Source: an optimization exercise on an open RTL-to-GDS flow (aim: small area, a short achievable clock period and few clock cycles per item). Production flows keep margins and buffers that such runs may drop.
Function was not checked in any run shown here: the RTL went through the layout flow alone.

==> flow/design.v (outline; a module is shown in full before it is edited, if it fits) <==
// module cp_xu: 395 lines
// module cp_xu_mul: 2281 lines
module cp_xu (
    input  wire        clk,
    input  wire        rst,
    input  wire        in_valid,
    output wire        in_ready,
    input  wire [5:0]  in_op,
    input  wire [31:0] in_ra,
    input  wire [31:0] in_rb,
    input  wire        in_c,
    input  wire [1:0]  in_qrm,
    input  wire        in_acc,
    output reg         out_valid,
    output reg  [31:0] out_rd,
    output reg  [31:0] out_hi,
    output reg         out_n,
    output reg         out_z,
    output reg         out_c,
    output reg         out_v,
    output reg         out_q,
    output reg         out_dz
);
  // ...
==> flow/run.sh <==
#!/bin/bash
# synth_recipe.tcl (not shown) runs the flow's synth.tcl, then flattens the netlist and writes it again
# the make line also repeats each setting of config.mk as NAME=value (left out here)
make -C /OpenROAD-flow-scripts/flow DESIGN_CONFIG=/design/flow/config.mk WORK_HOME=/design/flow/orfs CLKGATE_MAP_FILE= SYNTH_SCRIPT=/design/flow/synth_recipe.tcl finish
==> flow/config.mk <==
export PLATFORM = sky130hd
export DESIGN_NAME = cp_xu
export DESIGN_NICKNAME = cp_xu
export VERILOG_FILES = /design/flow/design.v
export SDC_FILE = /design/flow/constraint.sdc
export NUM_CORES = 4
export LEC_CHECK = 0
export ABC_AREA = 1
export CAP_MARGIN = 20
export CORE_MARGIN = 2
export CORE_UTILIZATION = 40
export SLEW_MARGIN = 20
==> flow/constraint.sdc <==
create_clock -name core_clock -period 17.0 [get_ports {clk}]
set_input_delay 3.4000 -clock core_clock [delete_from_list [all_inputs] [get_ports {clk}]]
set_output_delay 3.4000 -clock core_clock [all_outputs]
set_load 0.01 [all_outputs]
==> flow_metrics.env, run 1 <==
export IMPL_met2_usage_pct=63.7
export IMPL_seq_cell_count=439
export IMPL_die_x_um=426
export IMPL_biggestRegsByFlops="s2 (64), k2 (63)"
export IMPL_setup_viol=0
export IMPL_startpoint_type="register"
export IMPL_cts_setup_buffers=0
export IMPL_clock_latency_ns=0.74
export IMPL_outcome="finished clean"
export IMPL_path_class="register to register"
export IMPL_maxCapViolations=0
export IMPL_regMostFlops="s2"
export IMPL_cts_reportedPaths_clkPinSlew_ns=0.06
export IMPL_crit_family="buffers and inverters"
export IMPL_cts_inserted_buffers=56
export IMPL_wl_per_cell_um=32.0
export IMPL_fin_crit_sh_pct=72.5
export IMPL_ys_warn_count=1
export IMPL_highest_layer="met5"
export IMPL_die_area_mm2=0.182
export IMPL_num_nonclk_buffers=420
export IMPL_synthFlopType="dfxtp_1"
export IMPL_cp_common_cell="nand2_1"
export IMPL_synthAdderAreaFrac_pct=20.2
export IMPL_synth_top_cell_area_share_pct=13.4
export IMPL_worstHoldStart="acc1"
export IMPL_syn_area_per_cell_um2=6.68
export IMPL_grt_pass1_vias=74800
export IMPL_hold_depth=0
export IMPL_max_slew_margin_pct=12.5
export IMPL_synth_top_family_by_area="compound AO/OA/AOI/OAI gates"
export IMPL_grt_busiest_layer="met2"
export IMPL_grt_max_degree=97
export IMPL_fin_hold_ws_ns=0.357
export IMPL_drv_slew=0
==> module cp_xu, before the edit <==
module cp_xu (
    input  wire        clk,
    input  wire        rst,
    input  wire        in_valid,
    output wire        in_ready,
    input  wire [5:0]  in_op,
    input  wire [31:0] in_ra,
    input  wire [31:0] in_rb,
    input  wire        in_c,
    input  wire [1:0]  in_qrm,
    input  wire        in_acc,
    output reg         out_valid,
    output reg  [31:0] out_rd,
    output reg  [31:0] out_hi,
    output reg         out_n,
    output reg         out_z,
    output reg         out_c,
    output reg         out_v,
    output reg         out_q,
    output reg         out_dz
);
    reg         rdy;             
    reg         v1;
    reg  [5:0]  op1;
    reg  [31:0] a1, b1;          
    reg         c1;
    reg  [1:0]  qrm1;
    reg         acc1;
    reg  [31:0] rem;             
    reg         dsetup;          
    reg         dbusy;           
    reg  [3:0]  dcnt;            
    reg         dneg;            
    reg         dovf;            
    assign in_ready = rdy;
    wire [1:0] g1  = op1[5:4];
    wire [3:0] f1  = op1[3:0];
    wire g1_alu = (g1 == 2'd0);
    wire g1_md  = (g1 == 2'd1);
    wire g1_fix = (g1 == 2'd2);
    wire is_div1  = g1_md && !f1[3] && (f1[2:0] >= 3'd3);
    wire d_signed = g1_md && ((f1[2:0] == 3'd3) || (f1[2:0] == 3'd5) || (f1[2:0] == 3'd7));
    wire d_rem    = (f1[2:0] == 3'd5) || (f1[2:0] == 3'd6);
    wire d_divu   = (f1[2:0] == 3'd4);
    wire d_divs   = (f1[2:0] == 3'd7);
    wire is_mul1  = (g1_md && !f1[3] && (f1[2:0] <= 3'd2)) ||
                    (g1_fix && !f1[3] && (f1[2:0] >= 3'd2) && (f1[2:0] <= 3'd5));
    wire mul_uns  = g1_md && (f1[2:0] == 3'd2);    
    wire sa = d_signed & a1[31];
    wire sb = d_signed & b1[31];
    reg  [31:0] ad_x, ad_y;
    reg         ad_ci;
    always @(*) begin
        ad_x = a1; ad_y = b1; ad_ci = 1'b0;
        if (g1_alu) begin
            case (f1)
                4'h1:       begin ad_ci = c1; end
                4'h2, 4'hB: begin ad_y = ~b1; ad_ci = 1'b1; end
                4'h3:       begin ad_y = ~b1; ad_ci = c1; end
                4'hD, 4'hE: begin ad_x = ~a1; ad_y = 32'd0; ad_ci = 1'b1; end
                default: ;
            endcase
        end else if (g1_md) begin
            if (f1[2:0] == 3'd0) begin           
                ad_x = a1[31] ? b1 : 32'd0;
                ad_y = b1[31] ? a1 : 32'd0;
            end else begin                       
                ad_x = a1 ^ {32{sa}};
                ad_y = 32'd0;
                ad_ci = sa;
            end
        end else if (f1[0]) begin                
            ad_y = ~b1; ad_ci = 1'b1;
        end
    end
    wire [32:0] ad_s = {1'b0, ad_x} + {1'b0, ad_y} + {32'd0, ad_ci};
    wire        ad_v = (ad_x[31] == ad_y[31]) && (ad_s[31] != ad_x[31]);
    function [5:0] clz32;
        input [31:0] x;
        integer k;
        begin
            clz32 = 6'd32;
            for (k = 0; k < 32; k = k + 1)
                if (x[k]) clz32 = 6'd31 - k[5:0];
        end
    endfunction
    wire [5:0] clz_a = clz32(a1 ^ {32{sa}});
    wire [5:0] clz_b = clz32(b1 ^ {32{sb}});
    wire [31:0] da = ad_s[31:0];
    wire [31:0] db = (b1 ^ {32{sb}}) + {31'd0, sb};
    wire        b_zero = (b1 == 32'd0);
    wire        d_imm  = b_zero || (da < db);
    wire [6:0]  s_raw  = 7'd31 + {1'b0, clz_a} - {6'd0, sa} - {1'b0, clz_b};
    wire [4:0]  s_est  = s_raw[6] ? 5'd0 : {s_raw[4:1], 1'b0};
    wire [7:0]  sh_n  = b1[7:0];
    wire        sh_l  = (f1 == 4'h8);
    reg  [4:0]  rot_k;
    always @(*) begin
        if (dsetup)    rot_k = {dcnt, 1'b0};
        else if (sh_l) rot_k = sh_n[4:0];
        else           rot_k = 5'd0 - sh_n[4:0];
    end
    wire [63:0] rot_d  = {a1, a1} << rot_k;
    wire [31:0] rot    = rot_d[63:32];
    wire [4:0]  msk_k  = dsetup ? {dcnt, 1'b0} : sh_n[4:0];
    wire [31:0] hmask  = 32'hFFFF_FFFF << msk_k;    
    reg  [31:0] lmask;                              
    integer r;
    always @(*)
        for (r = 0; r < 32; r = r + 1) lmask[r] = hmask[31 - r];
    wire        sh_z   = (sh_n == 8'd0);
    wire        sh_32  = (sh_n == 8'd32);
    wire        sh_big = (sh_n > 8'd32);
    reg  [31:0] r1;
    reg         r1_c, r1_v, r1_q, r1_dz;
    always @(*) begin
        r1 = a1;
        r1_c = 1'b0; r1_v = 1'b0; r1_q = 1'b0; r1_dz = 1'b0;
        if (g1_alu) begin
            case (f1)
                4'h0, 4'h1, 4'h2, 4'h3, 4'hB: begin
                    r1 = ad_s[31:0]; r1_c = ad_s[32]; r1_v = ad_v;
                end
                4'h4, 4'hC: r1 = a1 & b1;
                4'h5:       r1 = a1 | b1;
                4'h6:       r1 = a1 ^ b1;
                4'h7:       r1 = a1 & ~b1;
                4'h8: begin
                    r1   = (sh_32 || sh_big) ? 32'd0 : (rot & hmask);
                    r1_c = !(sh_z || sh_big) && rot[0];
                end
                4'h9: begin
                    r1   = (sh_32 || sh_big) ? 32'd0 : (rot & lmask);
                    r1_c = !(sh_z || sh_big) && rot[31];
                end
                4'hA: begin
                    if (sh_32 || sh_big) begin
                        r1   = {32{a1[31]}};
                        r1_c = a1[31];
                    end else begin
                        r1   = (rot & lmask) | ({32{a1[31]}} & ~lmask);
                        r1_c = !sh_z && rot[31];
                    end
                end
                4'hD, 4'hE: begin
                    r1 = ad_s[31:0]; r1_c = ad_s[32]; r1_v = ad_v;
                    if ((f1 == 4'hE) && ad_v) begin
                        r1 = 32'h7FFF_FFFF; r1_q = 1'b1;
                    end
                end
                default: begin                   
                    r1 = {26'd0, clz_a};
                    r1_c = clz_a[5];
                end
            endcase
        end else if (g1_md) begin                
            r1_c = b_zero; r1_dz = b_zero;
            if (d_rem)                 r1 = a1;
            else if (!b_zero)          r1 = 32'd0;
            else if (d_divu)           r1 = 32'hFFFF_FFFF;
            else                       r1 = a1[31] ? 32'h8000_0000 : 32'h7FFF_FFFF;
        end else if (g1_fix && (f1[2:1] == 2'b00)) begin    
            r1 = ad_v ? (ad_x[31] ? 32'h8000_0000 : 32'h7FFF_FFFF) : ad_s[31:0];
            r1_v = ad_v; r1_q = ad_v;
        end
    end
    wire [63:0] m_s, m_c;
    cp_xu_mul u_mul (
        .a({a1[31] & !mul_uns, a1}),
        .b({b1[31] & !mul_uns, b1}),
        .s(m_s),
        .c(m_c)
    );
    wire [32:0] st1_sh = {rem, a1[31]};
    wire [33:0] st1_df = {1'b0, st1_sh} - {2'b00, b1};
    wire        st1_q  = !st1_df[33];
    wire [31:0] st1_r  = st1_q ? st1_df[31:0] : st1_sh[31:0];
    wire [32:0] st2_sh = {st1_r, a1[30]};
    wire [33:0] st2_df = {1'b0, st2_sh} - {2'b00, b1};
    wire        st2_q  = !st2_df[33];
    wire [31:0] st2_r  = st2_q ? st2_df[31:0] : st2_sh[31:0];
    wire [31:0] quo_n  = {a1[29:0], st1_q, st2_q};
    wire        dlast  = dbusy && (dcnt == 4'd0);
    wire [31:0] d_res  = d_rem ? st2_r : quo_n;
    wire        d_sat  = dovf && d_divs;
    wire first_div = v1 && is_div1 && !dbusy && !dsetup;
    wire start_div = first_div && !d_imm;
    wire s1_go = v1 && (!is_div1 || (first_div && d_imm) || dlast);
    wire use_mul = is_mul1;
    reg         v2;
    reg  [5:0]  op2;
    reg  [1:0]  qrm2;
    reg         acc2;
    reg  [63:0] s2, k2;          
    reg  [31:0] m2;              
    reg         f2_c, f2_v, f2_q, f2_dz;
    always @(posedge clk) begin
        if (rst) begin
            rdy   <= 1'b1;
            v1    <= 1'b0;
            dbusy <= 1'b0;
            dsetup <= 1'b0;
            v2    <= 1'b0;
        end else begin
            v2 <= s1_go;
            if (rdy) begin
                v1 <= in_valid;
                rdy <= !(in_valid && (in_op[5:4] == 2'd1) && !in_op[3] && (in_op[2:0] >= 3'd3));
            end else if (first_div) begin
                if (d_imm) begin
                    v1  <= 1'b0;
                    rdy <= 1'b1;
                end else begin
                    dsetup <= 1'b1;
                end
            end else if (dsetup) begin
                dsetup <= 1'b0;
                dbusy  <= 1'b1;
                rdy    <= (dcnt == 4'hF);
            end else begin
                rdy <= (dcnt == 4'd1);
            end
            if (dlast) dbusy <= 1'b0;
        end
        if (rdy) begin
            op1  <= in_op;
            a1   <= in_ra;
            b1   <= in_rb;
            c1   <= in_c;
            qrm1 <= in_qrm;
            acc1 <= in_acc;
        end else if (start_div) begin
            a1   <= da;
            b1   <= db;
        end else if (dsetup) begin
            a1   <= rot & hmask;
        end else if (dbusy) begin
            a1   <= quo_n;
        end
        if (start_div) begin
            dcnt <= s_est[4:1];
            dneg <= d_rem ? sa : (sa ^ sb);
            dovf <= (a1 == 32'h8000_0000) && (b1 == 32'hFFFF_FFFF) && d_signed;
        end else if (dsetup) begin
            rem  <= rot & ~hmask;
            dcnt <= ~dcnt;
        end else begin
            rem  <= st2_r;
            dcnt <= dcnt - 4'd1;
        end
        op2  <= op1;
        qrm2 <= qrm1;
        acc2 <= acc1;
        m2   <= ad_s[31:0];
        if (use_mul) begin
            s2 <= m_s;
            k2 <= m_c;
        end else if (dbusy) begin
            s2 <= {32'd0, d_sat ? 32'h7FFF_FFFF : (d_res ^ {32{dneg}})};
            k2 <= {63'd0, dneg && !d_sat};
        end else begin
            s2 <= {32'd0, r1};
            k2 <= 64'd0;
        end
        if (dbusy) begin
            f2_c <= 1'b0; f2_v <= dovf && !d_rem; f2_q <= d_sat; f2_dz <= 1'b0;
        end else begin
            f2_c <= r1_c; f2_v <= r1_v; f2_q <= r1_q; f2_dz <= r1_dz;
        end
    end
    wire [1:0] g2 = op2[5:4];
    wire [3:0] f2 = op2[3:0];
    reg  [39:0] acc0_r, acc1_r;
    wire [39:0] acc_cur = acc2 ? acc1_r : acc0_r;
    wire [63:0] p = s2 + k2;
    function round_inc;
        input [1:0] mode;
        input       t_odd;
        input       x_neg;
        input       f_nz;
        input       f_half;    
        input       f_above;   
        begin
            case (mode)
                2'd0: round_inc = 1'b0;
                2'd1: round_inc = f_half;
                2'd2: round_inc = f_above || (f_half && !f_above && t_odd);
                default: round_inc = x_neg && f_nz;
            endcase
        end
    endfunction
    wire        mul_v  = !((&p[63:31]) || !(|p[63:31]));
    wire [31:0] mz_x   = p[63:32] ^ m2;
    wire [31:0] mz_c   = {p[62:32] | m2[30:0], 1'b0};
    wire        mul_c  = (mz_x != mz_c);
    wire        qm_inc = round_inc(qrm2, p[31], p[63], |p[30:0], p[30], p[30] && (|p[29:0]));
    wire [33:0] qm_rnd = {p[63], p[63:31]} + {33'd0, qm_inc};
    wire        qm_sat = (qm_rnd[33:31] != 3'b000) && (qm_rnd[33:31] != 3'b111);
    wire [31:0] qm_r   = qm_sat ? (qm_rnd[33] ? 32'h8000_0000 : 32'h7FFF_FFFF) : qm_rnd[31:0];
    wire        mac_sub = (f2[2:0] == 3'd4);
    wire        mac_mla = (f2[2:0] == 3'd5);
    wire [40:0] mac_pe  = {{4{p[63]}}, p[63:27]};
    wire [40:0] mac_sum = {acc_cur[39], acc_cur} + (mac_pe ^ {41{mac_sub}}) + {40'd0, mac_sub};
    wire        mac_sat = !mac_mla && (mac_sum[40] != mac_sum[39]);
    wire [39:0] mac_a   = mac_mla ? mac_pe[39:0] :
                          mac_sat ? (mac_sum[40] ? 40'h80_0000_0000 : 40'h7F_FFFF_FFFF)
                                  : mac_sum[39:0];
    wire        ex_inc = round_inc(qrm2, acc_cur[4], acc_cur[39], |acc_cur[3:0],
                                   acc_cur[3], acc_cur[3] && (|acc_cur[2:0]));
    wire [36:0] ex_rnd = {acc_cur[39], acc_cur[39:4]} + {36'd0, ex_inc};
    wire        ex_sat = (ex_rnd[36:31] != 6'b000000) && (ex_rnd[36:31] != 6'b111111);
    wire [31:0] ex_r   = ex_sat ? (ex_rnd[36] ? 32'h8000_0000 : 32'h7FFF_FFFF) : ex_rnd[31:0];
    reg  [31:0] o_rd, o_hi;
    reg         o_nhi, o_nzoff, o_c, o_v, o_q, o_dz;
    reg         acc_we;
    reg  [39:0] acc_new;
    always @(*) begin
        o_rd = p[31:0];
        o_hi = 32'd0;
        o_nhi = 1'b0; o_nzoff = 1'b0;
        o_c = f2_c; o_v = f2_v; o_q = f2_q; o_dz = f2_dz;
        acc_we = 1'b0;
        acc_new = acc_cur;
        case (g2)
            2'd0: ;
            2'd1: begin
                case (f2[2:0])
                    3'd0: begin o_c = mul_c; o_v = mul_v; o_q = 1'b0; o_dz = 1'b0; end
                    3'd1, 3'd2: begin
                        o_hi = p[63:32]; o_nhi = 1'b1;
                        o_c = 1'b0; o_v = 1'b0; o_q = 1'b0; o_dz = 1'b0;
                    end
                    default: ;
                endcase
            end
            2'd2: begin
                case (f2[2:0])
                    3'd0, 3'd1: ;
                    3'd2: begin
                        o_rd = qm_r; o_c = |p[30:0]; o_v = qm_sat; o_q = qm_sat;
                    end
                    3'd3, 3'd4, 3'd5: begin
                        acc_we = 1'b1; acc_new = mac_a;
                        o_c = |p[26:0]; o_v = mac_sat; o_q = mac_sat;
                    end
                    3'd6: begin
                        acc_we = 1'b1; acc_new = 40'd0;
                        o_c = 1'b0; o_v = 1'b0; o_q = 1'b0;
                    end
                    default: begin
                        o_rd = ex_r; o_c = |acc_cur[3:0]; o_v = ex_sat; o_q = ex_sat;
                    end
                endcase
                o_dz = 1'b0;
                if ((f2[2:0] >= 3'd3) && (f2[2:0] <= 3'd6)) begin
                    o_rd = acc_new[31:0];
                    o_hi = {{24{acc_new[39]}}, acc_new[39:32]};
                    o_nhi = 1'b1;
                end
            end
            default: begin
                if (f2[1:0] == 2'd0) begin
                    acc_we = 1'b1; acc_new = {acc_cur[39:32], s2[31:0]};
                end else if (f2[1:0] == 2'd1) begin
                    acc_we = 1'b1; acc_new = {s2[7:0], acc_cur[31:0]};
                end
                o_rd = acc_new[31:0];
                o_hi = {{24{acc_new[39]}}, acc_new[39:32]};
                o_nzoff = 1'b1;
                o_c = 1'b0; o_v = 1'b0; o_q = 1'b0; o_dz = 1'b0;
            end
        endcase
    end
    always @(posedge clk) begin
        if (rst) begin
            out_valid <= 1'b0;
            acc0_r    <= 40'd0;
            acc1_r    <= 40'd0;
        end else begin
            out_valid <= v2;
            if (v2 && acc_we) begin
                if (acc2) acc1_r <= acc_new;
                else      acc0_r <= acc_new;
            end
        end
        out_rd <= o_rd;
        out_hi <= o_hi;
        out_n  <= !o_nzoff && (o_nhi ? o_hi[31] : o_rd[31]);
        out_z  <= !o_nzoff && (o_rd == 32'd0) && (o_hi == 32'd0);
        out_c  <= o_c;
        out_v  <= o_v;
        out_q  <= o_q;
        out_dz <= o_dz;
    end
endmodule
==> inputs of run 2 (changes only) <==
--- a/flow/design.v
+++ b/flow/design.v
@@ -27,32 +27,31 @@
     reg  [1:0]  qrm1;
     reg         acc1;
     reg  [31:0] rem;             
     reg         dsetup;          
     reg         dbusy;           
     reg  [3:0]  dcnt;            
     reg         dneg;            
     reg         dovf;            
+    reg  [33:0] d3;              
     assign in_ready = rdy;
     wire [1:0] g1  = op1[5:4];
     wire [3:0] f1  = op1[3:0];
     wire g1_alu = (g1 == 2'd0);
     wire g1_md  = (g1 == 2'd1);
     wire g1_fix = (g1 == 2'd2);
-    wire is_div1  = g1_md && !f1[3] && (f1[2:0] >= 3'd3);
-    wire d_signed = g1_md && ((f1[2:0] == 3'd3) || (f1[2:0] == 3'd5) || (f1[2:0] == 3'd7));
+    reg  is_div1, d_signed, is_mul1, mul_uns;
     wire d_rem    = (f1[2:0] == 3'd5) || (f1[2:0] == 3'd6);
     wire d_divu   = (f1[2:0] == 3'd4);
     wire d_divs   = (f1[2:0] == 3'd7);
-    wire is_mul1  = (g1_md && !f1[3] && (f1[2:0] <= 3'd2)) ||
-                    (g1_fix && !f1[3] && (f1[2:0] >= 3'd2) && (f1[2:0] <= 3'd5));
-    wire mul_uns  = g1_md && (f1[2:0] == 3'd2);    
-    wire sa = d_signed & a1[31];
-    wire sb = d_signed & b1[31];
+    wire [1:0] gi = in_op[5:4];
+    wire [3:0] fi = in_op[3:0];
+    wire in_div   = (gi == 2'd1) && !fi[3] && (fi[2:0] >= 3'd3);
+    reg  sa, sb;                 
     reg  [31:0] ad_x, ad_y;
     reg         ad_ci;
     always @(*) begin
         ad_x = a1; ad_y = b1; ad_ci = 1'b0;
         if (g1_alu) begin
             case (f1)
                 4'h1:       begin ad_ci = c1; end
                 4'h2, 4'hB: begin ad_y = ~b1; ad_ci = 1'b1; end
@@ -84,30 +83,40 @@
                 if (x[k]) clz32 = 6'd31 - k[5:0];
         end
     endfunction
     wire [5:0] clz_a = clz32(a1 ^ {32{sa}});
     wire [5:0] clz_b = clz32(b1 ^ {32{sb}});
     wire [31:0] da = ad_s[31:0];
     wire [31:0] db = (b1 ^ {32{sb}}) + {31'd0, sb};
     wire        b_zero = (b1 == 32'd0);
-    wire        d_imm  = b_zero || (da < db);
-    wire [6:0]  s_raw  = 7'd31 + {1'b0, clz_a} - {6'd0, sa} - {1'b0, clz_b};
-    wire [4:0]  s_est  = s_raw[6] ? 5'd0 : {s_raw[4:1], 1'b0};
+    wire [6:0]  s_raw  = 7'd31 + {1'b0, rem[5:0]} - {6'd0, rem[12]} - {1'b0, rem[11:6]};
+    wire [31:0] bx     = b1 ^ {32{sb}};
+    reg  [31:0] bsm;                                
+    integer m;
+    always @(*) begin
+        bsm = bx;
+        for (m = 1; m < 32; m = m * 2) bsm = bsm | (bsm >> m);
+    end
+    wire [31:0] blim   = sa ? {2'b00, bsm[31:2]} : {1'b0, bsm[31:1]};
+    wire        d_imm  = b_zero ||
+                         ((sa ? (bx[31:1] != 31'd0) : (bx != 32'd0)) &&
+                          (((a1 ^ {32{sa}}) & ~blim) == 32'd0));
+    wire [3:0]  s_half = s_raw[6] ? 4'd0 : s_raw[4:1];
     wire [7:0]  sh_n  = b1[7:0];
     wire        sh_l  = (f1 == 4'h8);
     reg  [4:0]  rot_k;
     always @(*) begin
-        if (dsetup)    rot_k = {dcnt, 1'b0};
+        if (dsetup)    rot_k = {s_half, 1'b0};
         else if (sh_l) rot_k = sh_n[4:0];
         else           rot_k = 5'd0 - sh_n[4:0];
     end
     wire [63:0] rot_d  = {a1, a1} << rot_k;
     wire [31:0] rot    = rot_d[63:32];
-    wire [4:0]  msk_k  = dsetup ? {dcnt, 1'b0} : sh_n[4:0];
+    wire [4:0]  msk_k  = dsetup ? {s_half, 1'b0} : sh_n[4:0];
     wire [31:0] hmask  = 32'hFFFF_FFFF << msk_k;    
     reg  [31:0] lmask;                              
     integer r;
     always @(*)
         for (r = 0; r < 32; r = r + 1) lmask[r] = hmask[31 - r];
     wire        sh_z   = (sh_n == 8'd0);
     wire        sh_32  = (sh_n == 8'd32);
     wire        sh_big = (sh_n > 8'd32);
@@ -166,232 +175,245 @@
     end
     wire [63:0] m_s, m_c;
     cp_xu_mul u_mul (
         .a({a1[31] & !mul_uns, a1}),
         .b({b1[31] & !mul_uns, b1}),
         .s(m_s),
         .c(m_c)
     );
-    wire [32:0] st1_sh = {rem, a1[31]};
-    wire [33:0] st1_df = {1'b0, st1_sh} - {2'b00, b1};
-    wire        st1_q  = !st1_df[33];
-    wire [31:0] st1_r  = st1_q ? st1_df[31:0] : st1_sh[31:0];
-    wire [32:0] st2_sh = {st1_r, a1[30]};
-    wire [33:0] st2_df = {1'b0, st2_sh} - {2'b00, b1};
-    wire        st2_q  = !st2_df[33];
-    wire [31:0] st2_r  = st2_q ? st2_df[31:0] : st2_sh[31:0];
-    wire [31:0] quo_n  = {a1[29:0], st1_q, st2_q};
-    wire        dlast  = dbusy && (dcnt == 4'd0);
-    wire [31:0] d_res  = d_rem ? st2_r : quo_n;
-    wire        d_sat  = dovf && d_divs;
+    wire [33:0] dv_r4 = {rem, a1[31:30]};
+    wire [34:0] dv_t1 = {1'b0, dv_r4} - {3'b000, b1};
+    wire [34:0] dv_t2 = {1'b0, dv_r4} - {2'b00, b1, 1'b0};
+    wire [34:0] dv_t3 = {1'b0, dv_r4} - {1'b0, d3};
+    reg  [31:0] dv_rn;
+    reg  [1:0]  dv_q;
+    always @(*) begin
+        if (!dv_t3[34])      begin dv_rn = dv_t3[31:0]; dv_q = 2'd3; end
+        else if (!dv_t2[34]) begin dv_rn = dv_t2[31:0]; dv_q = 2'd2; end
+        else if (!dv_t1[34]) begin dv_rn = dv_t1[31:0]; dv_q = 2'd1; end
+        else                 begin dv_rn = dv_r4[31:0]; dv_q = 2'd0; end
+    end
+    wire [31:0] quo_n = {a1[29:0], dv_q};
+    wire        dlast = dbusy && (dcnt == 4'd0);
+    wire        d_sat = dovf && d_divs;
     wire first_div = v1 && is_div1 && !dbusy && !dsetup;
-    wire start_div = first_div && !d_imm;
     wire s1_go = v1 && (!is_div1 || (first_div && d_imm) || dlast);
-    wire use_mul = is_mul1;
     reg         v2;
     reg  [5:0]  op2;
     reg  [1:0]  qrm2;
     reg         acc2;
     reg  [63:0] s2, k2;          
-    reg  [31:0] m2;              
+    reg         neg2;            
     reg         f2_c, f2_v, f2_q, f2_dz;
     always @(posedge clk) begin
         if (rst) begin
-            rdy   <= 1'b1;
-            v1    <= 1'b0;
-            dbusy <= 1'b0;
+            rdy    <= 1'b1;
+            v1     <= 1'b0;
             dsetup <= 1'b0;
-            v2    <= 1'b0;
+            dbusy  <= 1'b0;
+            v2     <= 1'b0;
         end else begin
             v2 <= s1_go;
             if (rdy) begin
                 v1 <= in_valid;
-                rdy <= !(in_valid && (in_op[5:4] == 2'd1) && !in_op[3] && (in_op[2:0] >= 3'd3));
+                rdy <= !(in_valid && in_div);
             end else if (first_div) begin
                 if (d_imm) begin
                     v1  <= 1'b0;
                     rdy <= 1'b1;
                 end else begin
                     dsetup <= 1'b1;
                 end
             end else if (dsetup) begin
                 dsetup <= 1'b0;
                 dbusy  <= 1'b1;
-                rdy    <= (dcnt == 4'hF);
+                rdy    <= (s_half == 4'hF);
             end else begin
                 rdy <= (dcnt == 4'd1);
             end
             if (dlast) dbusy <= 1'b0;
         end
         if (rdy) begin
             op1  <= in_op;
             a1   <= in_ra;
             b1   <= in_rb;
             c1   <= in_c;
             qrm1 <= in_qrm;
             acc1 <= in_acc;
-        end else if (start_div) begin
-            a1   <= da;
-            b1   <= db;
+            is_div1  <= in_div;
+            d_signed <= (gi == 2'd1) && ((fi == 4'd3) || (fi == 4'd5) || (fi == 4'd7));
+            is_mul1  <= ((gi == 2'd1) && (fi <= 4'd2)) ||
+                        ((gi == 2'd2) && (fi >= 4'd2) && (fi <= 4'd5));
+            mul_uns  <= (gi == 2'd1) && (fi == 4'd2);    
+            sa <= (gi == 2'd1) && ((fi == 4'd3) || (fi == 4'd5) || (fi == 4'd7)) && in_ra[31];
+            sb <= (gi == 2'd1) && ((fi == 4'd3) || (fi == 4'd5) || (fi == 4'd7)) && in_rb[31];
         end else if (dsetup) begin
             a1   <= rot & hmask;
         end else if (dbusy) begin
             a1   <= quo_n;
+        end else begin
+            a1   <= da;
+            b1   <= db;
         end
-        if (start_div) begin
-            dcnt <= s_est[4:1];
-            dneg <= d_rem ? sa : (sa ^ sb);
-            dovf <= (a1 == 32'h8000_0000) && (b1 == 32'hFFFF_FFFF) && d_signed;
-        end else if (dsetup) begin
+        if (dsetup) begin
             rem  <= rot & ~hmask;
-            dcnt <= ~dcnt;
-        end else begin
-            rem  <= st2_r;
+            dcnt <= ~s_half;
+            d3   <= {2'b00, b1} + {1'b0, b1, 1'b0};
+        end else if (dbusy) begin
+            rem  <= dv_rn;
             dcnt <= dcnt - 4'd1;
+        end else begin
+            rem[12:0] <= {sa, clz_b, clz_a};
+            dneg <= d_rem ? sa : (sa ^ sb);
+            dovf <= (a1 == 32'h8000_0000) && (b1 == 32'hFFFF_FFFF) && d_signed;
+            d3   <= {2'b00, ad_s[31:0]};
         end
         op2  <= op1;
         qrm2 <= qrm1;
         acc2 <= acc1;
-        m2   <= ad_s[31:0];
-        if (use_mul) begin
+        if (is_mul1) begin
             s2 <= m_s;
             k2 <= m_c;
-        end else if (dbusy) begin
-            s2 <= {32'd0, d_sat ? 32'h7FFF_FFFF : (d_res ^ {32{dneg}})};
-            k2 <= {63'd0, dneg && !d_sat};
         end else begin
-            s2 <= {32'd0, r1};
+            s2 <= {32'd0, dbusy ? (d_sat ? 32'h7FFF_FFFF : (d_rem ? dv_rn : quo_n)) : r1};
             k2 <= 64'd0;
         end
+        neg2 <= dbusy && dneg && !d_sat;
         if (dbusy) begin
             f2_c <= 1'b0; f2_v <= dovf && !d_rem; f2_q <= d_sat; f2_dz <= 1'b0;
         end else begin
             f2_c <= r1_c; f2_v <= r1_v; f2_q <= r1_q; f2_dz <= r1_dz;
         end
     end
+    wire [63:0] p2 = (s2 ^ {64{neg2}}) + (k2 ^ {64{neg2}}) + {62'd0, neg2, 1'b0};
+    wire [32:0] lo_sum = {1'b0, s2[31:0]} + {1'b0, k2[31:0]};
+    wire [31:0] mz_u   = s2[63:32] ^ k2[63:32] ^ d3[31:0];
+    wire [31:0] mz_w   = (s2[63:32] & k2[63:32]) | (s2[63:32] & d3[31:0]) | (k2[63:32] & d3[31:0]);
+    wire [31:0] mz_v   = {mz_w[30:0], 1'b0};
+    wire [31:0] mz_x   = mz_u ^ mz_v;
+    wire [31:0] mz_c   = {mz_u[30:0] | mz_v[30:0], lo_sum[32]};
+    wire        mul_c2 = (mz_x != mz_c);
     wire [1:0] g2 = op2[5:4];
     wire [3:0] f2 = op2[3:0];
+    reg         v3;
+    reg  [1:0]  qrm3;
+    reg         acc3;
+    reg  [63:0] p3;
+    reg         f3_c, f3_v, f3_q, f3_dz;
+    reg         k_qmul, k_ext, k_msu, k_mula, k_mac;    
+    reg         k_mul, k_mulw, k_aclr, k_acc;
+    reg  [1:0]  k_aw;                                   
+    always @(posedge clk) begin
+        if (rst) v3 <= 1'b0;
+        else     v3 <= v2;
+        qrm3 <= qrm2;
+        acc3 <= acc2;
+        p3   <= p2;
+        f3_c <= (op2 == 6'h10) ? mul_c2 : f2_c;
+        f3_v <= f2_v;
+        f3_q <= f2_q;
+        f3_dz <= f2_dz;
+        k_qmul <= (g2 == 2'd2) && (f2 == 4'd2);
+        k_ext  <= (g2 == 2'd2) && (f2 == 4'd7);
+        k_mac  <= (g2 == 2'd2) && (f2 >= 4'd3) && (f2 <= 4'd5);
+        k_msu  <= (g2 == 2'd2) && (f2 == 4'd4);
+        k_mula <= (g2 == 2'd2) && (f2 == 4'd5);
+        k_aclr <= (g2 == 2'd2) && (f2 == 4'd6);
+        k_mul  <= (g2 == 2'd1) && (f2 == 4'd0);
+        k_mulw <= (g2 == 2'd1) && ((f2 == 4'd1) || (f2 == 4'd2));
+        k_acc  <= (g2 == 2'd3);
+        k_aw   <= {(g2 == 2'd3) && (f2 == 4'd1), (g2 == 2'd3) && (f2 == 4'd0)};
+    end
     reg  [39:0] acc0_r, acc1_r;
-    wire [39:0] acc_cur = acc2 ? acc1_r : acc0_r;
-    wire [63:0] p = s2 + k2;
+    wire [39:0] acc_cur = acc3 ? acc1_r : acc0_r;
     function round_inc;
         input [1:0] mode;
         input       t_odd;
         input       x_neg;
         input       f_nz;
         input       f_half;    
         input       f_above;   
         begin
             case (mode)
                 2'd0: round_inc = 1'b0;
                 2'd1: round_inc = f_half;
                 2'd2: round_inc = f_above || (f_half && !f_above && t_odd);
                 default: round_inc = x_neg && f_nz;
             endcase
         end
     endfunction
-    wire        mul_v  = !((&p[63:31]) || !(|p[63:31]));
-    wire [31:0] mz_x   = p[63:32] ^ m2;
-    wire [31:0] mz_c   = {p[62:32] | m2[30:0], 1'b0};
-    wire        mul_c  = (mz_x != mz_c);
-    wire        qm_inc = round_inc(qrm2, p[31], p[63], |p[30:0], p[30], p[30] && (|p[29:0]));
-    wire [33:0] qm_rnd = {p[63], p[63:31]} + {33'd0, qm_inc};
-    wire        qm_sat = (qm_rnd[33:31] != 3'b000) && (qm_rnd[33:31] != 3'b111);
-    wire [31:0] qm_r   = qm_sat ? (qm_rnd[33] ? 32'h8000_0000 : 32'h7FFF_FFFF) : qm_rnd[31:0];
-    wire        mac_sub = (f2[2:0] == 3'd4);
-    wire        mac_mla = (f2[2:0] == 3'd5);
-    wire [40:0] mac_pe  = {{4{p[63]}}, p[63:27]};
-    wire [40:0] mac_sum = {acc_cur[39], acc_cur} + (mac_pe ^ {41{mac_sub}}) + {40'd0, mac_sub};
-    wire        mac_sat = !mac_mla && (mac_sum[40] != mac_sum[39]);
-    wire [39:0] mac_a   = mac_mla ? mac_pe[39:0] :
-                          mac_sat ? (mac_sum[40] ? 40'h80_0000_0000 : 40'h7F_FFFF_FFFF)
-                                  : mac_sum[39:0];
-    wire        ex_inc = round_inc(qrm2, acc_cur[4], acc_cur[39], |acc_cur[3:0],
+    wire        qm_fnz = |p3[30:0];
+    wire        qm_inc = round_inc(qrm3, p3[31], p3[63], qm_fnz, p3[30], p3[30] && (|p3[29:0]));
+    wire        ex_fnz = |acc_cur[3:0];
+    wire        ex_inc = round_inc(qrm3, acc_cur[4], acc_cur[39], ex_fnz,
                                    acc_cur[3], acc_cur[3] && (|acc_cur[2:0]));
-    wire [36:0] ex_rnd = {acc_cur[39], acc_cur[39:4]} + {36'd0, ex_inc};
-    wire        ex_sat = (ex_rnd[36:31] != 6'b000000) && (ex_rnd[36:31] != 6'b111111);
-    wire [31:0] ex_r   = ex_sat ? (ex_rnd[36] ? 32'h8000_0000 : 32'h7FFF_FFFF) : ex_rnd[31:0];
-    reg  [31:0] o_rd, o_hi;
-    reg         o_nhi, o_nzoff, o_c, o_v, o_q, o_dz;
-    reg         acc_we;
-    reg  [39:0] acc_new;
+    wire [40:0] ax3 = k_qmul ? {{8{p3[63]}}, p3[63:31]} :
+                      k_ext  ? {{5{acc_cur[39]}}, acc_cur[39:4]} :
+                      k_mula ? 41'd0 : {acc_cur[39], acc_cur};
+    wire [40:0] ay3 = {41{k_mac}} & ({{4{p3[63]}}, p3[63:27]} ^ {41{k_msu}});
+    wire        ac3 = k_qmul ? qm_inc : k_ext ? ex_inc : k_msu;
+    wire [40:0] sum3  = ax3 + ay3 + {40'd0, ac3};
+    wire [40:0] zs_x  = ax3 ^ ay3;
+    wire [40:0] zs_c  = {ax3[39:0] | ay3[39:0], ac3};
+    wire        z3    = (zs_x == zs_c);
+    wire        sat40 = !k_mula && (sum3[40] != sum3[39]);
+    wire        sat32 = (sum3[40:31] != 10'h000) && (sum3[40:31] != 10'h3FF);
+    wire [39:0] mac_a = sat40 ? (sum3[40] ? 40'h80_0000_0000 : 40'h7F_FFFF_FFFF) : sum3[39:0];
+    wire [31:0] q_r   = sat32 ? (sum3[40] ? 32'h8000_0000 : 32'h7FFF_FFFF) : sum3[31:0];
+    wire        acc_we  = k_mac || k_aclr || (|k_aw);
+    wire [39:0] acc_new = k_mac   ? mac_a :
+                          k_aclr  ? 40'd0 :
+                          k_aw[0] ? {acc_cur[39:32], p3[31:0]} :
+                          k_aw[1] ? {p3[7:0], acc_cur[31:0]} : acc_cur;
+    wire        hi_acc  = k_mac || k_aclr || k_acc;       
+    reg  [31:0] o_rd;
+    reg         o_n, o_z, o_c, o_v, o_q, o_dz;
     always @(*) begin
-        o_rd = p[31:0];
-        o_hi = 32'd0;
-        o_nhi = 1'b0; o_nzoff = 1'b0;
-        o_c = f2_c; o_v = f2_v; o_q = f2_q; o_dz = f2_dz;
-        acc_we = 1'b0;
-        acc_new = acc_cur;
-        case (g2)
-            2'd0: ;
-            2'd1: begin
-                case (f2[2:0])
-                    3'd0: begin o_c = mul_c; o_v = mul_v; o_q = 1'b0; o_dz = 1'b0; end
-                    3'd1, 3'd2: begin
-                        o_hi = p[63:32]; o_nhi = 1'b1;
-                        o_c = 1'b0; o_v = 1'b0; o_q = 1'b0; o_dz = 1'b0;
-                    end
-                    default: ;
-                endcase
-            end
-            2'd2: begin
-                case (f2[2:0])
-                    3'd0, 3'd1: ;
-                    3'd2: begin
-                        o_rd = qm_r; o_c = |p[30:0]; o_v = qm_sat; o_q = qm_sat;
-                    end
-                    3'd3, 3'd4, 3'd5: begin
-                        acc_we = 1'b1; acc_new = mac_a;
-                        o_c = |p[26:0]; o_v = mac_sat; o_q = mac_sat;
-                    end
-                    3'd6: begin
-                        acc_we = 1'b1; acc_new = 40'd0;
-                        o_c = 1'b0; o_v = 1'b0; o_q = 1'b0;
-                    end
-                    default: begin
-                        o_rd = ex_r; o_c = |acc_cur[3:0]; o_v = ex_sat; o_q = ex_sat;
-                    end
-                endcase
-                o_dz = 1'b0;
-                if ((f2[2:0] >= 3'd3) && (f2[2:0] <= 3'd6)) begin
-                    o_rd = acc_new[31:0];
-                    o_hi = {{24{acc_new[39]}}, acc_new[39:32]};
-                    o_nhi = 1'b1;
-                end
-            end
-            default: begin
-                if (f2[1:0] == 2'd0) begin
-                    acc_we = 1'b1; acc_new = {acc_cur[39:32], s2[31:0]};
-                end else if (f2[1:0] == 2'd1) begin
-                    acc_we = 1'b1; acc_new = {s2[7:0], acc_cur[31:0]};
-                end
-                o_rd = acc_new[31:0];
-                o_hi = {{24{acc_new[39]}}, acc_new[39:32]};
-                o_nzoff = 1'b1;
-                o_c = 1'b0; o_v = 1'b0; o_q = 1'b0; o_dz = 1'b0;
-            end
-        endcase
+        o_rd = p3[31:0];
+        o_n  = p3[31];
+        o_z  = (p3[31:0] == 32'd0);
+        o_c = f3_c; o_v = f3_v; o_q = f3_q; o_dz = f3_dz;
+        if (k_qmul || k_ext) begin
+            o_rd = q_r; o_n = sum3[40]; o_z = z3;
+            o_c = k_qmul ? qm_fnz : ex_fnz; o_v = sat32; o_q = sat32; o_dz = 1'b0;
+        end else if (k_mac) begin
+            o_rd = mac_a[31:0]; o_n = sum3[40]; o_z = z3;
+            o_c = |p3[26:0]; o_v = sat40; o_q = sat40; o_dz = 1'b0;
+        end else if (k_aclr) begin
+            o_rd = 32'd0; o_n = 1'b0; o_z = 1'b1;
+            o_c = 1'b0; o_v = 1'b0; o_q = 1'b0; o_dz = 1'b0;
+        end else if (k_acc) begin
+            o_rd = acc_new[31:0]; o_n = 1'b0; o_z = 1'b0;
+            o_c = 1'b0; o_v = 1'b0; o_q = 1'b0; o_dz = 1'b0;
+        end else if (k_mulw) begin
+            o_n = p3[63]; o_z = (p3 == 64'd0);
+            o_c = 1'b0; o_v = 1'b0; o_q = 1'b0; o_dz = 1'b0;
+        end else if (k_mul) begin
+            o_v = !((&p3[63:31]) || !(|p3[63:31]));
+            o_q = 1'b0; o_dz = 1'b0;
+        end
     end
     always @(posedge clk) begin
         if (rst) begin
             out_valid <= 1'b0;
             acc0_r    <= 40'd0;
             acc1_r    <= 40'd0;
         end else begin
-            out_valid <= v2;
-            if (v2 && acc_we) begin
-                if (acc2) acc1_r <= acc_new;
+            out_valid <= v3;
+            if (v3 && acc_we) begin
+                if (acc3) acc1_r <= acc_new;
                 else      acc0_r <= acc_new;
             end
         end
         out_rd <= o_rd;
-        out_hi <= o_hi;
-        out_n  <= !o_nzoff && (o_nhi ? o_hi[31] : o_rd[31]);
-        out_z  <= !o_nzoff && (o_rd == 32'd0) && (o_hi == 32'd0);
+        out_hi <= hi_acc ? {{24{acc_new[39]}}, acc_new[39:32]} :
+                  k_mulw ? p3[63:32] : 32'd0;
+        out_n  <= o_n;
+        out_z  <= o_z;
         out_c  <= o_c;
         out_v  <= o_v;
         out_q  <= o_q;
         out_dz <= o_dz;
     end
 endmodule
 module cp_xu_mul (
     input  wire [32:0] a,
@@ -1483,115 +1505,132 @@
     wire c1080;
     wire s1081;
     wire c1082;
     wire s1083;
     wire c1084;
     wire b0_2 = bx[1], b0_1 = bx[0], b0_0 = 1'b0;
     wire one0 = b0_1 ^ b0_0;
     wire two0 = (b0_2 & ~b0_1 & ~b0_0) | (~b0_2 & b0_1 & b0_0);
-    wire neg0 = b0_2;
+    wire neg0 = b0_2 & ~(b0_1 & b0_0);
+    wire [34:0] an0 = ax ^ {35{neg0}};
     wire [34:0] pp0;
-    assign pp0 = ({35{one0}} & ax) ^ ({35{two0}} & {ax[33:0], 1'b0}) ^ {35{neg0}};
+    assign pp0 = ({35{one0}} & an0) | ({35{two0}} & {an0[33:0], neg0});
     wire b1_2 = bx[3], b1_1 = bx[2], b1_0 = bx[1];
     wire one1 = b1_1 ^ b1_0;
     wire two1 = (b1_2 & ~b1_1 & ~b1_0) | (~b1_2 & b1_1 & b1_0);
-    wire neg1 = b1_2;
+    wire neg1 = b1_2 & ~(b1_1 & b1_0);
+    wire [34:0] an1 = ax ^ {35{neg1}};
     wire [34:0] pp1;
-    assign pp1 = ({35{one1}} & ax) ^ ({35{two1}} & {ax[33:0], 1'b0}) ^ {35{neg1}};
+    assign pp1 = ({35{one1}} & an1) | ({35{two1}} & {an1[33:0], neg1});
     wire b2_2 = bx[5], b2_1 = bx[4], b2_0 = bx[3];
     wire one2 = b2_1 ^ b2_0;
     wire two2 = (b2_2 & ~b2_1 & ~b2_0) | (~b2_2 & b2_1 & b2_0);
-    wire neg2 = b2_2;
+    wire neg2 = b2_2 & ~(b2_1 & b2_0);
+    wire [34:0] an2 = ax ^ {35{neg2}};
     wire [34:0] pp2;
-    assign pp2 = ({35{one2}} & ax) ^ ({35{two2}} & {ax[33:0], 1'b0}) ^ {35{neg2}};
+    assign pp2 = ({35{one2}} & an2) | ({35{two2}} & {an2[33:0], neg2});
     wire b3_2 = bx[7], b3_1 = bx[6], b3_0 = bx[5];
     wire one3 = b3_1 ^ b3_0;
     wire two3 = (b3_2 & ~b3_1 & ~b3_0) | (~b3_2 & b3_1 & b3_0);
-    wire neg3 = b3_2;
+    wire neg3 = b3_2 & ~(b3_1 & b3_0);
+    wire [34:0] an3 = ax ^ {35{neg3}};
     wire [34:0] pp3;
-    assign pp3 = ({35{one3}} & ax) ^ ({35{two3}} & {ax[33:0], 1'b0}) ^ {35{neg3}};
+    assign pp3 = ({35{one3}} & an3) | ({35{two3}} & {an3[33:0], neg3});
     wire b4_2 = bx[9], b4_1 = bx[8], b4_0 = bx[7];
     wire one4 = b4_1 ^ b4_0;
     wire two4 = (b4_2 & ~b4_1 & ~b4_0) | (~b4_2 & b4_1 & b4_0);
-    wire neg4 = b4_2;
+    wire neg4 = b4_2 & ~(b4_1 & b4_0);
+    wire [34:0] an4 = ax ^ {35{neg4}};
     wire [34:0] pp4;
-    assign pp4 = ({35{one4}} & ax) ^ ({35{two4}} & {ax[33:0], 1'b0}) ^ {35{neg4}};
+    assign pp4 = ({35{one4}} & an4) | ({35{two4}} & {an4[33:0], neg4});
     wire b5_2 = bx[11], b5_1 = bx[10], b5_0 = bx[9];
     wire one5 = b5_1 ^ b5_0;
     wire two5 = (b5_2 & ~b5_1 & ~b5_0) | (~b5_2 & b5_1 & b5_0);
-    wire neg5 = b5_2;
+    wire neg5 = b5_2 & ~(b5_1 & b5_0);
+    wire [34:0] an5 = ax ^ {35{neg5}};
     wire [34:0] pp5;
-    assign pp5 = ({35{one5}} & ax) ^ ({35{two5}} & {ax[33:0], 1'b0}) ^ {35{neg5}};
+    assign pp5 = ({35{one5}} & an5) | ({35{two5}} & {an5[33:0], neg5});
     wire b6_2 = bx[13], b6_1 = bx[12], b6_0 = bx[11];
     wire one6 = b6_1 ^ b6_0;
     wire two6 = (b6_2 & ~b6_1 & ~b6_0) | (~b6_2 & b6_1 & b6_0);
-    wire neg6 = b6_2;
+    wire neg6 = b6_2 & ~(b6_1 & b6_0);
+    wire [34:0] an6 = ax ^ {35{neg6}};
     wire [34:0] pp6;
-    assign pp6 = ({35{one6}} & ax) ^ ({35{two6}} & {ax[33:0], 1'b0}) ^ {35{neg6}};
+    assign pp6 = ({35{one6}} & an6) | ({35{two6}} & {an6[33:0], neg6});
     wire b7_2 = bx[15], b7_1 = bx[14], b7_0 = bx[13];
     wire one7 = b7_1 ^ b7_0;
     wire two7 = (b7_2 & ~b7_1 & ~b7_0) | (~b7_2 & b7_1 & b7_0);
-    wire neg7 = b7_2;
+    wire neg7 = b7_2 & ~(b7_1 & b7_0);
+    wire [34:0] an7 = ax ^ {35{neg7}};
     wire [34:0] pp7;
-    assign pp7 = ({35{one7}} & ax) ^ ({35{two7}} & {ax[33:0], 1'b0}) ^ {35{neg7}};
+    assign pp7 = ({35{one7}} & an7) | ({35{two7}} & {an7[33:0], neg7});
     wire b8_2 = bx[17], b8_1 = bx[16], b8_0 = bx[15];
     wire one8 = b8_1 ^ b8_0;
     wire two8 = (b8_2 & ~b8_1 & ~b8_0) | (~b8_2 & b8_1 & b8_0);
-    wire neg8 = b8_2;
+    wire neg8 = b8_2 & ~(b8_1 & b8_0);
+    wire [34:0] an8 = ax ^ {35{neg8}};
     wire [34:0] pp8;
-    assign pp8 = ({35{one8}} & ax) ^ ({35{two8}} & {ax[33:0], 1'b0}) ^ {35{neg8}};
+    assign pp8 = ({35{one8}} & an8) | ({35{two8}} & {an8[33:0], neg8});
     wire b9_2 = bx[19], b9_1 = bx[18], b9_0 = bx[17];
     wire one9 = b9_1 ^ b9_0;
     wire two9 = (b9_2 & ~b9_1 & ~b9_0) | (~b9_2 & b9_1 & b9_0);
-    wire neg9 = b9_2;
+    wire neg9 = b9_2 & ~(b9_1 & b9_0);
+    wire [34:0] an9 = ax ^ {35{neg9}};
     wire [34:0] pp9;
-    assign pp9 = ({35{one9}} & ax) ^ ({35{two9}} & {ax[33:0], 1'b0}) ^ {35{neg9}};
+    assign pp9 = ({35{one9}} & an9) | ({35{two9}} & {an9[33:0], neg9});
     wire b10_2 = bx[21], b10_1 = bx[20], b10_0 = bx[19];
     wire one10 = b10_1 ^ b10_0;
     wire two10 = (b10_2 & ~b10_1 & ~b10_0) | (~b10_2 & b10_1 & b10_0);
-    wire neg10 = b10_2;
+    wire neg10 = b10_2 & ~(b10_1 & b10_0);
+    wire [34:0] an10 = ax ^ {35{neg10}};
     wire [34:0] pp10;
-    assign pp10 = ({35{one10}} & ax) ^ ({35{two10}} & {ax[33:0], 1'b0}) ^ {35{neg10}};
+    assign pp10 = ({35{one10}} & an10) | ({35{two10}} & {an10[33:0], neg10});
     wire b11_2 = bx[23], b11_1 = bx[22], b11_0 = bx[21];
     wire one11 = b11_1 ^ b11_0;
     wire two11 = (b11_2 & ~b11_1 & ~b11_0) | (~b11_2 & b11_1 & b11_0);
-    wire neg11 = b11_2;
+    wire neg11 = b11_2 & ~(b11_1 & b11_0);
+    wire [34:0] an11 = ax ^ {35{neg11}};
     wire [34:0] pp11;
-    assign pp11 = ({35{one11}} & ax) ^ ({35{two11}} & {ax[33:0], 1'b0}) ^ {35{neg11}};
+    assign pp11 = ({35{one11}} & an11) | ({35{two11}} & {an11[33:0], neg11});
     wire b12_2 = bx[25], b12_1 = bx[24], b12_0 = bx[23];
     wire one12 = b12_1 ^ b12_0;
     wire two12 = (b12_2 & ~b12_1 & ~b12_0) | (~b12_2 & b12_1 & b12_0);
-    wire neg12 = b12_2;
+    wire neg12 = b12_2 & ~(b12_1 & b12_0);
+    wire [34:0] an12 = ax ^ {35{neg12}};
     wire [34:0] pp12;
-    assign pp12 = ({35{one12}} & ax) ^ ({35{two12}} & {ax[33:0], 1'b0}) ^ {35{neg12}};
+    assign pp12 = ({35{one12}} & an12) | ({35{two12}} & {an12[33:0], neg12});
     wire b13_2 = bx[27], b13_1 = bx[26], b13_0 = bx[25];
     wire one13 = b13_1 ^ b13_0;
     wire two13 = (b13_2 & ~b13_1 & ~b13_0) | (~b13_2 & b13_1 & b13_0);
-    wire neg13 = b13_2;
+    wire neg13 = b13_2 & ~(b13_1 & b13_0);
+    wire [34:0] an13 = ax ^ {35{neg13}};
     wire [34:0] pp13;
-    assign pp13 = ({35{one13}} & ax) ^ ({35{two13}} & {ax[33:0], 1'b0}) ^ {35{neg13}};
+    assign pp13 = ({35{one13}} & an13) | ({35{two13}} & {an13[33:0], neg13});
     wire b14_2 = bx[29], b14_1 = bx[28], b14_0 = bx[27];
     wire one14 = b14_1 ^ b14_0;
     wire two14 = (b14_2 & ~b14_1 & ~b14_0) | (~b14_2 & b14_1 & b14_0);
-    wire neg14 = b14_2;
+    wire neg14 = b14_2 & ~(b14_1 & b14_0);
+    wire [34:0] an14 = ax ^ {35{neg14}};
     wire [34:0] pp14;
-    assign pp14 = ({35{one14}} & ax) ^ ({35{two14}} & {ax[33:0], 1'b0}) ^ {35{neg14}};
+    assign pp14 = ({35{one14}} & an14) | ({35{two14}} & {an14[33:0], neg14});
     wire b15_2 = bx[31], b15_1 = bx[30], b15_0 = bx[29];
     wire one15 = b15_1 ^ b15_0;
     wire two15 = (b15_2 & ~b15_1 & ~b15_0) | (~b15_2 & b15_1 & b15_0);
-    wire neg15 = b15_2;
+    wire neg15 = b15_2 & ~(b15_1 & b15_0);
+    wire [34:0] an15 = ax ^ {35{neg15}};
     wire [34:0] pp15;
-    assign pp15 = ({35{one15}} & ax) ^ ({35{two15}} & {ax[33:0], 1'b0}) ^ {35{neg15}};
+    assign pp15 = ({35{one15}} & an15) | ({35{two15}} & {an15[33:0], neg15});
     wire b16_2 = bx[33], b16_1 = bx[32], b16_0 = bx[31];
     wire one16 = b16_1 ^ b16_0;
     wire two16 = (b16_2 & ~b16_1 & ~b16_0) | (~b16_2 & b16_1 & b16_0);
-    wire neg16 = b16_2;
+    wire neg16 = b16_2 & ~(b16_1 & b16_0);
+    wire [34:0] an16 = ax ^ {35{neg16}};
     wire [34:0] pp16;
-    assign pp16 = ({35{one16}} & ax) ^ ({35{two16}} & {ax[33:0], 1'b0}) ^ {35{neg16}};
+    assign pp16 = ({35{one16}} & an16) | ({35{two16}} & {an16[33:0], neg16});
     assign s1 = pp0[24] ^ pp1[22];
     assign c2 = pp0[24] & pp1[22];
     assign s3 = pp0[25] ^ pp1[23];
     assign c4 = pp0[25] & pp1[23];
     assign s5 = pp0[26] ^ pp1[24] ^ pp2[22];
     assign c6 = (pp0[26] & pp1[24]) | (pp0[26] & pp2[22]) | (pp1[24] & pp2[22]);
     assign s7 = pp3[20] ^ pp4[18];
     assign c8 = pp3[20] & pp4[18];
==> flow/flow/run.sh (new file) <==
#!/bin/bash
# The standard layout, with timing repair asked to leave 12 ns of setup
# slack at the design's clock period, i.e. to aim at a 5 ns cycle.
set -euo pipefail
bash standard.sh SETUP_SLACK_MARGIN=12 finish > standard.log 2>&1
==> flow/standard.sh (new file) <==
#!/bin/bash
# synth_recipe.tcl (not shown) runs the flow's synth.tcl, then flattens the netlist and writes it again
# the make line also repeats each setting of config.mk as NAME=value (left out here)
make -C /OpenROAD-flow-scripts/flow DESIGN_CONFIG=/design/flow/config.mk WORK_HOME=/design/flow/orfs CLKGATE_MAP_FILE= SYNTH_SCRIPT=/design/flow/synth_recipe.tcl "${@:-finish}"
==> flow/config.mk (replaced) <==
export PLATFORM = sky130hd
export DESIGN_NAME = cp_xu
export DESIGN_NICKNAME = cp_xu
export VERILOG_FILES = /design/flow/design.v
export SDC_FILE = /design/flow/constraint.sdc
export NUM_CORES = 4
export LEC_CHECK = 0
export CAP_MARGIN = 20
export CORE_MARGIN = 2
export CORE_UTILIZATION = 60
export SLEW_MARGIN = 20
removed: flow/run.sh
==> run 2 against run 1 <==
Against the previous run:
- the run now fails in 5_1_grt
- synthesized cell count is 9.1% lower
- synthesized area is 7.8% higher
==> flow_metrics.env, run 2 <==
export IMPL_clock_sinks=532
export IMPL_ys_warn_count=1
export IMPL_synth_edf_count=107
export IMPL_port_buffers=148
export IMPL_die_x_um=362
export IMPL_row_count=131
export IMPL_cts_inserted_buffers=67
export IMPL_place_congestion=1.17
export IMPL_synth_area_leaders="fa_1 (13%), dfxtp_1 (11%), ha_1 (9.6%)"
export IMPL_place_inst=11100
export IMPL_start_util_pct=60.4
export IMPL_gr_total_overflow=4
export IMPL_outcome="aborted with a tool error"
export IMPL_ys_seq_area_share_pct=15.2
export IMPL_grtUsageTotal_pct=70.8
export IMPL_grt_first_pass_wirelength_mm=663
export IMPL_grt_pass1_vias=91000
export IMPL_post_place_ws_ns=9.85
export IMPL_firstError="[ERROR GRT-0116] Global routing finished with congestion. Check the congestion regions in the DRC Viewer."
export IMPL_syn_inst=9690
export IMPL_syn_num_nets=10900
export IMPL_cts_max_path_buffers=3
export IMPL_syn_area_per_cell_um2=7.93
export IMPL_post_dp_hpwl_mm=300
export IMPL_outcome_stop_stage="5_1_grt"
export IMPL_ys_top_cells_by_count="inv_1 (935), nor2_1 (756), xnor2_1 (748)"
export IMPL_synthFlopType="dfxtp_1"
export IMPL_io_pins=149
export IMPL_synth_top_cell_area_share_pct=13.5
export IMPL_yosys_register_bits=532
export IMPL_root_buffer="clkbuf_16"
export IMPL_yosys_area_top_type="fa_1"
export IMPL_die_h_um=362
export IMPL_async_flop_share_pct=0
export IMPL_synth_cell_types=111
export IMPL_synth_most_common_cell="inv_1"
export IMPL_syn_area_mm2=0.0769
export IMPL_h_tree_depth=3
export IMPL_grt_max_degree=96
==> run 2: cell types whose count changed after synthesis, sizes merged, moves of 136 or more <==
cell | previous run | this run
nand2 | 1995 | 631
nand3 | 390 | 127
a21o | 17 | 163
a211oi | 39 | 175
o22ai | 467 | 271
xor2 | 869 | 314
ha | 388 | 589
o21ai | 993 | 537
mux2i | 0 | 192
xnor2 | 142 | 749
inv | 1680 | 945
==> run 2: worst min path at each step <==
| stage | slack (ns) | endpoint | cells past startpoint |
|---|---|---|---|
| detailed placement | 0.32 | qrm3[0] | 0 |
| global placement | 0.32 | f3_dz | 0 |
| CTS | 0.34 | qrm3[0] | 0 |
| floorplan | 0.31 | acc3 | 0 |
==> run 2: cells by family after synthesis <==
kind of cell / after synthesis / synth area share [%]
xor gates and xnor gates: 1064 / 12.2
other: 1 / 0.00488
adders and majority gates: 1110 / 23.1
buffers and inverters: 1687 / 8.37
DFF: 532 / 15.2
AOI/OAI and AO/OA: 2837 / 24.3
and+or+nand+nor: 2178 / 13.0
muxes: 281 / 3.81
==> run 2: metrics by stage <==
| step | utilization (%) | cell area [um2] |
|---|---|---|
| detailed placement | 63.1 | 80300 |
| floorplan | - | 77400 |
| CTS | 71.4 | 90900 |
| global placement | 63.1 | 80300 |
==> run 2: timing repair <==
action,in CTS
gates resized for setup,955
endpoints found under the setup margin,384
endpoints found under the hold margin,0
pin swaps,202
hold buffers,0
setup buffers,372
gates cloned,51
==> run 2: metal layers <==
layer	overflow	GRT usage, %
met5	0	34.2
met4	3	66.6
met3	0	54.5
met2	1	86.0
met1	0	73.1

[static timing again, ports no longer ideal]
The results above use ideal ports. As a check the final layout listed here was re-extracted and re-timed, cells and wires unchanged.
Step 1: set_driving_cell puts a clkbuf_16 on clk and a buf_2 on each other input, an assumption about the parent block.
Step 2 moves the port delays by t, midway between the first and last clock arrival at a register: inputs arrive t later, outputs are due t later. That takes back most of the time a late clock gives input paths.
Three values: ideal, step 1, step 2; two values: the first two.
run: run 1
shift t [ns]: 0.789
setup WS [ns]: 4.669 / 4.669 / 4.669
worst hold slack (ns): 0.357 / 0.357 / 0.357
worst setup path after step 2: register to register
pins driven straight from the clock port: 1
After both steps run 1 still meets setup and hold. For run 1, drivers alone change the setup slack by 0.000 ns; drivers and shift together by 0.000 ns.
